Source: an optimization exercise on an open RTL-to-GDS flow (aim: small area, a short achievable clock period and few clock cycles per item). Production flows keep margins and buffers that such runs may drop.
Function was not checked in any run shown here: the RTL went through the layout flow alone.
Power is estimated from default activity; no workload was simulated.

==> flow/design.v (outline; a module is shown in full before it is edited, if it fits) <==
// module flow_hash: 1491 lines
module flow_hash (
    input  wire         clk,
    input  wire         rst,         
    input  wire         in_valid,
    output wire         in_ready,
    input  wire [1:0]   in_op,       
    input  wire [3:0]   in_len,      
    input  wire         in_frag,     
    input  wire [31:0]  in_seed,
    input  wire [511:0] in_words,    
    output wire         out_valid,
    input  wire         out_ready,
    output wire [31:0]  out_hash
);
  // ...
==> flow/flow/run.sh <==
#!/bin/bash
# Own layout flow: the standard layout (standard.sh: ORFS synthesis to
# final layout, unchanged), except that the port buffers that global
# placement inserts on every input and output are the platform's smallest
# plain buffer (buf_1) instead of the clkdlybuf4s50_1 delay cell that
# buffer_ports picks by default.  Repair may still resize them.
set -euo pipefail
export BUFFER_PORTS_ARGS="-buffer_cell sky130_fd_sc_hd__buf_1"
bash standard.sh finish > standard_flow.log 2>&1
==> flow/standard.sh <==
#!/bin/bash
# synth_recipe.tcl (not shown) runs the flow's synth.tcl, then flattens the netlist and writes it again
# the make line also repeats each setting of config.mk as NAME=value (left out here)
make -C /OpenROAD-flow-scripts/flow DESIGN_CONFIG=/design/flow/config.mk WORK_HOME=/design/flow/orfs CLKGATE_MAP_FILE= SYNTH_SCRIPT=/design/flow/synth_recipe.tcl "${@:-finish}"
==> flow/config.mk <==
export PLATFORM = sky130hd
export DESIGN_NAME = flow_hash
export DESIGN_NICKNAME = flow_hash
export VERILOG_FILES = /design/flow/design.v
export SDC_FILE = /design/flow/constraint.sdc
export NUM_CORES = 4
export LEC_CHECK = 0
export CAP_MARGIN = 0
export CORE_MARGIN = 2
export CORE_UTILIZATION = 40
export SETUP_SLACK_MARGIN = 3.6
export SLEW_MARGIN = 0
export TNS_END_PERCENT = 20
==> flow/constraint.sdc <==
create_clock -name core_clock -period 8.0 [get_ports {clk}]
set_input_delay 1.6000 -clock core_clock [delete_from_list [all_inputs] [get_ports {clk}]]
set_output_delay 1.6000 -clock core_clock [all_outputs]
set_load 0.01 [all_outputs]
==> summary.md, run 1 <==
| Metric | Value |
|---|---|
| M3 GR Usage | `7.28%` |
| M1 wire length | `43300 um` |
| Reg-to-reg startpoint | `n1[0]` |
| Clock transition at the registers of the reported paths | `90 ps` |
| Final WS setup | `3250 ps` |
| WL met3 | `10500 um` |
| Post-Syn Area per Cell | `7.93 um^2` |
| Initial antenna violation count | `9` |
| R2r setup slk | `3250 ps` |
| Die area | `59600 um^2` |
| Fill count | `5662` |
| CP bufs+invs | `4` |
| Maxcap violations | `0` |
| Fin crit period | `4750 ps` |
| Clock buf count | `10` |
| Post-synthesis mux area share | `6.77%` |
| Die Height | `244 um` |
| PortBufs | `588` |
| Setup crit start | `n1[0]` |
| Design Area, Final | `28400 um^2` |
| Max Clk Rate | `211 MHz` |
| Status | `finished clean` |
| Setup crit end kind | `flop` |
| Seq cells post-synth | `107` |
| Pwr Density | `469 nW/um^2` |
| Hold Path Origin | `v1` |
| Comb_multi_in | `2478` |
| Register area | `3180 um^2` |
| Most numerous cell on the critical path | `a21o_1` |
| Synth Cell Area | `23100 um^2` |
| Post-CTS resize count | `203` |
| Non-filler cells, final | `4283` |
| Reg2reg path depth | `19` |
| Core Util, Final | `50.1%` |
| Core area | `56700 um^2` |
| Antenna Cells | `7` |
| Biggest Area Class | `multi-input combinational cells` |
| CP required | `8140 ps` |
| Internal power | `6.76 mW` |
| Pre-antenna DRT Iters | `6` |
| Dpl ws | `1500 ps` |
==> inputs of run 2 (changes only) <==
--- a/flow/design.v
+++ b/flow/design.v
@@ -436,17 +436,17 @@
     reg  [3:0]  n1;
     reg  [3:0]  n1b;
     wire [31:0] gs = g1;
     reg  [31:0] y2;
     reg  [31:0] res;
     wire stall = ov & ~out_ready;
     assign in_ready  = ~stall;
     assign out_valid = ov;
-    assign out_hash  = res;
+    assign out_hash  = res ^ {15'd0, res[31:15]};
     wire [31:0] t0 = {gs[26:0], gs[31:27]};
     wire [31:0] u1 = {t0[26:0], t0[31:27]};
     wire [31:0] t1 = {n1b[0] ? t0[31:16] : u1[31:16], n1[0] ? u1[15:0] : t0[15:0]};
     wire [31:0] u2 = {t1[21:0], t1[31:22]};
     wire [31:0] t2 = {n1b[1] ? t1[31:16] : u2[31:16], n1[1] ? u2[15:0] : t1[15:0]};
     wire [31:0] u3 = {t2[11:0], t2[31:12]};
     wire [31:0] t3 = {n1b[2] ? t2[31:16] : u3[31:16], n1[2] ? u3[15:0] : t2[15:0]};
     wire [31:0] u4 = {t3[23:0], t3[31:24]};
@@ -1464,17 +1464,17 @@
     assign mb_add_t5[28] = mb_add_t4[28] & mb_add_t4[15];
     assign mb_add_g5[29] = mb_add_g4[29] | (mb_add_t4[29] & mb_add_g4[15]);
     assign mb_add_t5[29] = mb_add_t4[29] & mb_add_t4[15];
     assign mb_add_g5[30] = mb_add_g4[30] | (mb_add_t4[30] & mb_add_g4[15]);
     assign mb_add_t5[30] = mb_add_t4[30] & mb_add_t4[15];
     assign mb_add_g5[31] = mb_add_g4[31] | (mb_add_t4[31] & mb_add_g4[15]);
     assign mb_add_t5[31] = mb_add_t4[31] & mb_add_t4[15];
     wire [31:0] prod = mb_add_p ^ {mb_add_g5[30:0], 1'b0};
-    wire [31:0] fin = prod ^ {15'd0, prod[31:15]};
+    wire [31:0] fin = prod;
     always @(posedge clk) begin
         if (rst) begin
             v1 <= 1'b0;
             v2 <= 1'b0;
             ov <= 1'b0;
         end else if (~stall) begin
             v1 <= in_valid;
             v2 <= v1;
==> summary.md, run 2 <==
| Metric | Value |
|---|---|
| Fin crit period | `4920 ps (was 4750 ps)` |
| CP required | `8120 ps (was 8140 ps)` |
| Worst slew pin tran | `1150 ps (was 1020 ps)` |
| Initial core utilization | `40.5% (was 40.6%)` |
| Site row count | `86 (was 87)` |
| Clock transition at the registers of the reported paths | `80 ps (was 90 ps)` |
| Top cells by area, synth | `xnor2_1 (15%), edfxtp_1 (14%), ha_1 (13%), xor2_1 (7.1%), fa_1 (5.4%) (was xnor2_1 (15%), edfxtp_1 (14%), ha_1 (12%), xor2_1 (5.8%), fa_1 (5.2%))` |
| Top-count cell post-synth | `xnor2_1 (unchanged)` |
| Setup Skew | `19.1 ps (was 17.8 ps)` |
| Clk pwr share | `4.2% (was 3.6%)` |
| Pin count of the biggest net entering global routing | `65 (was 73)` |
| I/O pin count | `589 (unchanged)` |
| Max Slew Vio Count | `0 (unchanged)` |
| Area leader, netlist | `xnor2_1 (unchanged)` |
| Setup crit end kind | `flop (unchanged)` |
| Maxcap violations | `0 (unchanged)` |
| Lkg Pwr | `11.4 nW (was 11.3 nW)` |
| Pwr Density | `406 nW/um^2 (was 469 nW/um^2)` |
| Die Height | `241 um (was 244 um)` |
| Commonest non-fill, non-tap cell in the layout | `buf_1 (unchanged)` |
| TritonCTS clock tree | `built (unchanged)` |
| Initial antenna violation count | `27 (was 9)` |
| CTS root buffer | `clkbuf_16 (unchanged)` |
| Yosys cell types | `74 (was 76)` |
| Post-DR wirelength/cell | `27.1 um (was 26.9 um)` |
| DP Area | `25200 um^2 (was 25900 um^2)` |
| Syn_nets | `3629 (was 3750)` |
| Die area | `58000 um^2 (was 59600 um^2)` |
| Post-Syn Area per Cell | `8.05 um^2 (was 7.93 um^2)` |
| GRT Resource Usage Total | `37.6% (was 37.5%)` |
| Vias in the first global route | `22085 (was 23558)` |
| Fill count | `5631 (was 5662)` |
| Design Area, Final | `27100 um^2 (was 28400 um^2)` |
| DRC viols | `0 (unchanged)` |
| Critical Path Start Type | `flop (unchanged)` |
| PortBufs | `588 (unchanged)` |
| Layout cells sized above 1 | `10.4% (was 13.3%)` |
| Largest regs | `g1 x32, res x32, y2 x32 (unchanged)` |
| CP Class | `flop to flop (unchanged)` |
| Share of synthesized registers carrying an async set or reset | `0% (unchanged)` |
| Main synth FF type | `edfxtp_1 (unchanged)` |
| DRT Wirelength | `112000 um (was 115000 um)` |
| Clock Latency Late Sink | `380 ps (about the same)` |
| Pre-antenna DRT Iters | `5 (was 6)` |
| First-pass GRT wire length | `154000 um (was 162000 um)` |
| Net Sw Frac | `48.7% (was 49.2%)` |
| Top cell type's share of synthesized area | `14.8% (was 15.4%)` |
| Final Wtd Congestion | `1.06 (was 1.05)` |
| CTS buffer count | `9 (unchanged)` |
| Combinational power share | `80.4% (was 81.7%)` |
| Seq/Total Area, Yosys | `14.2% (was 13.8%)` |
| Status | `finished clean (unchanged)` |
| Setup_tns | `0 ps (unchanged)` |
| Synth cell count leaders | `xnor2_1 (380), nand2_1 (319), ha_1 (229) (was xnor2_1 (405), nand2_1 (290), nor2_1 (242))` |
| Setup crit start | `n1[0] (unchanged)` |
| Synth Cell Area | `22400 um^2 (was 23100 um^2)` |
| Vias per Instance | `5.68 (was 5.74)` |
| Hold Path Origin | `v2 (was v1)` |
| Reg-to-reg startpoint | `n1[0] (unchanged)` |
| Internal power | `5.64 mW (was 6.76 mW)` |
| Max Clk Rate | `203 MHz (was 211 MHz)` |
| H-tree lvl count | `3 (unchanged)` |
| Routed via count | `23467 (was 24600)` |
| Most frequent cells in the layout | `buf_1 (563), xnor2_1 (371), nand2_1 (317) (was buf_1 (541), xnor2_1 (400), nand2_1 (282))` |
| Worst hold path type | `flop to flop (unchanged)` |
| RSZ-0062 raised after global routing | `yes (unchanged)` |
| HPWL Detailed | `94500 um (was 92600 um)` |
| Grt ovf | `0 (unchanged)` |
| Number of synthesis warnings | `1 (unchanged)` |
| Area Overhead vs Synth | `20.7% (was 23.2%)` |
| Core area | `55300 um^2 (was 56700 um^2)` |
| Clock sinks | `107 (unchanged)` |
| # setup viols final | `0 (unchanged)` |
| Sw Pwr | `5.35 mW (was 6.56 mW)` |
| Mapped Cells | `2785 (was 2906)` |
| Max transition margin | `22.8% (was 31.0%)` |
| Final ANT Viol Nets | `0 (unchanged)` |
| Hold Violations, Final | `0 (unchanged)` |
| VDD IR max | `446 uV (was 590 uV)` |
| Max Fanout on Critical Path | `6 (was 11)` |
| Reg power frac | `15.4% (was 14.6%)` |
| Final Cycle Share | `61.5% (was 59.4%)` |
| Seq cells post-synth | `107 (unchanged)` |
| Die Wd | `241 um (was 244 um)` |
| Nets | `4206 (was 4359)` |
| Clock buffer depth | `2 (unchanged)` |
| Crit path arrival time | `5040 ps (was 4890 ps)` |
| Initial DRC Count | `2616 (was 2241)` |
| Post-synth EDFFs | `104 (unchanged)` |
==> run 2: cell types whose count changed after synthesis, sizes merged, moves of 28 or more <==
| cell | delta |
|---|---|
| a21o | +40 |
| a22oi | -33 |
| nand2 | +29 |
| a31oi | -39 |
| a21oi | -69 |
| o211ai | -31 |
| nor4 | +28 |
| o31ai | +64 |
| nor3 | -36 |
==> run 2: cell type report <==
class | instances | area [um^2] | area share [%]
multi-input combinational | 2340 | 18500 | 68.2
timing repair buffer | 694 | 3370 | 12.4
sequential | 107 | 3180 | 11.8
tap | 748 | 936 | 3.46
inverter | 210 | 792 | 2.93
clock buffer | 9 | 225 | 0.832
clock inverter | 7 | 71.3 | 0.264
antenna | 13 | 32.5 | 0.120
==> run 2: stage by stage <==
stage | hold slack, ps | setup WS [ps] | utilization [%] | power, mW | cells
after floorplan | 440 | 3130 | - | 8.07 | 2785
after global placement | 453 | 1890 | 45.6 | 10.1 | 4020
after detailed placement | 468 | 1810 | 45.6 | 10.1 | 4020
after CTS | 489 | 3160 | 48.2 | 10.9 | 4091
after global routing | 510 | 2930 | 48.9 | 12.0 | 4115
final | 483 | 3080 | 48.9 | 11.0 | 4128
==> run 2: path summary, 6_finish.rpt <==
kind	slack, ps	depth (start not counted)	to
min reg2reg	480	2	ov
max	3080	20	y2[31]
min	480	2	ov
max reg2reg	3080	20	y2[31]
==> run 2: critical path: stages (launching register included) <==
cell	delay, ps
edfxtp_1	380
buf_6	150
buf_12	130
mux2i_1	130
mux2_4	290
mux2_4	300
mux2_4	300
inv_2	70
fa_2	440
ha_4	240
a21o_1	180
a21o_1	180
a2111o_1	460
a41oi_2	180
a21oi_2	100
o21ai_2	210
a21oi_2	90
or3_4	330
o31a_1	280
a21oi_2	160
xnor2_1	70
==> run 2: power groups by stage <==
stage | combinational [mW] | sequential [mW] | clock [mW]
after global routing | 9.83 | 1.72 | 0.481
after global placement | 8.37 | 1.71 | 0
after floorplan | 6.49 | 1.58 | 0
after CTS | 8.71 | 1.69 | 0.463
final | 8.84 | 1.69 | 0.459
after detailed placement | 8.43 | 1.71 | 0
==> run 2: timing repair <==
action | in CTS | in global routing
setup endpoints to repair | 57 | 50
buffers inserted | 46 | 23
hold buffers | 0 | 0
pin swaps | 34 | 32
gates cloned | 9 | 1
resized for setup | 124 | 45
==> run 2: logic make-up (layout without fill, tap and decap cells) <==
| family | Yosys count | count (layout) | synth area share [%] |
|---|---|---|---|
| and+or+nand+nor | 717 | 717 | 13.8 |
| AOI/OAI and AO/OA | 605 | 606 | 17.2 |
| xor gates and xnor gates | 583 | 583 | 23.5 |
| buffers and inverters | 339 | 920 | 6.23 |
| adders and majority gates | 289 | 289 | 18.1 |
| muxes | 145 | 145 | 6.99 |
| DFF | 107 | 107 | 14.2 |
| other | 0 | 13 | 0 |
==> run 2: layer usage <==
| metal | global-route usage, % | routed length, um | vias up |
|---|---|---|---|
| met4 | 21.2 | 7140 | 14 |
| li1 | - | - | 10748 |
| met3 | 7.05 | 11600 | 293 |
| met5 | 0 | 83 | - |
| met2 | 57.3 | 48100 | 1432 |
| met1 | 49.9 | 45000 | 10980 |

-- separate check: timing with driven ports --
Ports are ideal in the flow. The routed layouts listed here were re-timed in OpenROAD. Step 1 sets driving cells, clkbuf_16 on the clock port and buf_2 on the other inputs (assumed; they add their load-dependent delay and slew). Step 2, shift: input delay + t, output delay - t, t = (earliest + latest rising clock arrival at the registers) / 2. This alone moves slack from input paths to output paths. Three values: no drivers, after step 1, after step 2; two values: the first two.
| run | t, ns | slack for setup (ns) | worst setup path at the end | worst slew at a driven data input, ns |
|---|---|---|---|---|
| run 1 | 0.423 | 3.250 / 3.011 / 2.588 | input to register | 0.38 |
| run 2 | 0.422 | 3.079 / 2.825 / 2.403 | input to register | 0.36 |
After both steps setup and hold are still met in every run listed. For run 2, which loses most, drivers alone change the setup slack by -0.254 ns; drivers and shift together by -0.676 ns.
